Source: an optimization exercise on an open RTL-to-GDS flow (aim: small area and a short achievable clock period). Production flows keep margins and buffers that such runs may drop. RTL that was checked went through simulation tests only; none was proved equivalent to the original. Power and IR drop assume default switching activity.

## pantry
module pantry (
    input  wire        clk,
    input  wire        rst,
    input  wire        cmd_valid,
    input  wire [2:0]  cmd_op,
    input  wire [2:0]  cmd_queue,
    input  wire [31:0] cmd_data,
    output reg         resp_valid,
    output reg  [31:0] resp_data,
    output reg  [15:0] resp_payload,
    output wire [5:0]  pool_free,
    output wire        pool_exhausted,
    output wire [4:0]  reserve_total,
    output reg  [15:0] overrun_count,
    output reg  [15:0] reclaimed_count,
    output wire [7:0]  q_nonempty,
    output wire [7:0]  q_full
);
    localparam NQ = 8;
    localparam NC = 32;
    localparam OP_PUSH   = 3'd0;
    localparam OP_POP    = 3'd1;
    localparam OP_CFG    = 3'd2;
    localparam OP_STATUS = 3'd3;
    localparam OP_W1C    = 3'd4;
    localparam OP_QRESET = 3'd5;
    localparam OP_CCLEAR = 3'd6;
    localparam OP_GCLEAR = 3'd7;
    integer i;
    reg [31:0] cell_data [0:NC-1];    
    reg [2:0]  cell_q    [0:NC-1];
    reg [1:0]  cell_ep   [0:NC-1];
    reg [4:0]  cell_link [0:NC-1];
    reg [NC-1:0] used;
    reg [NC-1:0] is_head;
    reg [NC-1:0] is_tail;
  ...
Size: ~5400 cells after synthesis, roughly 2000 flip-flops, ~81000 um^2 of cells after synthesis.
export LEC_CHECK = 0
export CAP_MARGIN = 20
export CORE_MARGIN = 2
export CORE_UTILIZATION = 40
export PLACE_DENSITY = 0.6
export SLEW_MARGIN = 20
create_clock -name core_clock -period 30.0 [get_ports {clk}]
standard.sh (not shown) runs the stock make flow with config.mk's settings and CLKGATE_MAP_FILE= SYNTH_SCRIPT=/design/flow/synth_recipe.tcl, a recipe that flattens the netlist after the stock synthesis.
==> flow/flow/run.sh <==
#!/bin/bash
bash standard.sh SETUP_SLACK_MARGIN=21 TNS_END_PERCENT=100 finish > standard.log 2>&1
The starting point passed the timing, DRC and antenna checks.
Next try:
--- a/flow/design.v
+++ b/flow/design.v
@@ -190,33 +190,37 @@
     reg [NC-1:0] cq_match;
     always @(*)
         for (i = 0; i < NC; i = i + 1)
             cq_match[i] = (cell_q[i] == q);
     wire [NC-1:0] sel = (is_pop ? head_eff : 32'd0) & cq_match;
     reg [36:0] rd;
     always @(*) begin
         rd = 37'd0;
         for (i = 0; i < NC; i = i + 1)
             rd = rd | (sel[i] ? {cell_link[i], cell_data[i]} : 37'd0);
     end
-    wire [6:0] rt_v = add7({2'b00, rt_r}, {3'b000, cmd_data[3:0]}, 1'b0);
+    reg [4:0] rlim [0:NQ-1];
+    always @(*)
+        for (i = 0; i < NQ; i = i + 1)
+            rlim[i] = 5'd16 - rt_r + {1'b0, reserve[i]};
+    wire [4:0] rlim_q = rlim[q];
     wire [2:0]  fld   = cmd_data[18:16];
     wire [15:0] v     = cmd_data[15:0];
     wire        v_hi0 = (v[15:6] == 10'd0);
-    wire [6:0]  rt_y  = add7({2'b00, rt_r}, add7({3'b000, v[3:0]}, ~{3'b000, rq}, 1'b1), 1'b0);
+    wire [6:0]  rt_y  = add7({3'b001, v[3:0]}, ~{2'b00, rlim_q}, 1'b1);
     reg         cfg_ok;
     always @(*) begin
         case (fld)
             3'd0: cfg_ok = v_hi0 && v[5:0] != 6'd0 && (!v[5] || v[4:0] == 5'd0);
             3'd1: cfg_ok = (v[15:4] == 12'd0) && (!v[3] || v[2:0] == 3'd0) && !neq
-                        && !lt6({1'b1, rq}, rt_v[5:0]);
+                        && !lt6({1'b0, rlim_q}, {2'b00, v[3:0]});
             3'd2: cfg_ok = (v == 16'd0) || (v_hi0 && lt6(lwq, v[5:0]) && !lt6(dq, v[5:0]));
             3'd3: cfg_ok = (v == 16'd0) || (v_hi0 && lt6(v[5:0], hq));
             default: cfg_ok = 1'b0;
         endcase
     end
     wire cfg_wr = is_cfg && cfg_ok;
     wire wr_d = cfg_wr && fld == 3'd0;
     wire wr_r = cfg_wr && fld == 3'd1;
     wire wr_h = cfg_wr && fld == 3'd2;
     wire wr_l = cfg_wr && fld == 3'd3;
     wire [5:0] lq_inc = inc6(lq);
Effect: Final area came out higher by about 0.7%. Clock skew grows by 0.0090 ns. Wire length fell by 0.45%. Register-to-register slack is better by 0.12 ns. Area after synthesis drops by 0.41%. Synthesized cell count falls by about 0.37%. Total power increases by about 2.5%. Hold slack gets better by 0.027 ns. Setup slack got worse by 0.59 ns.
Function not checked in the second run of this note: the RTL went through the layout flow alone.

re-timing with driven ports:
Ports are ideal in the flow. The routed layouts listed here were re-timed in OpenROAD. Step 1 assumes that a clkbuf_16 drives the clock port and a buf_2 every other input. Step 2 moves the port delays by t, midway between the first and last clock arrival at a register: inputs arrive t later, outputs are due t later. That takes back most of the time a late clock gives input paths. a / b / c = ideal / step 1 / step 2; a / b = the first two.
| run | shift t [ns] | setup WS [ns] | worst setup path at the end | clock arrival spread, ns |
|---|---|---|---|---|
| the first run | 0.926 | 20.868 / 20.809 / 19.882 | input to register | 0.065 / 0.065 |
| the second run | 0.948 | 20.274 / 19.935 / 18.987 | input to register | 0.085 / 0.086 |
After both steps every run listed still meets setup and hold. The setup slack of the second run, which loses most, moves by -0.339 ns with the drivers and by -1.287 ns with both steps.
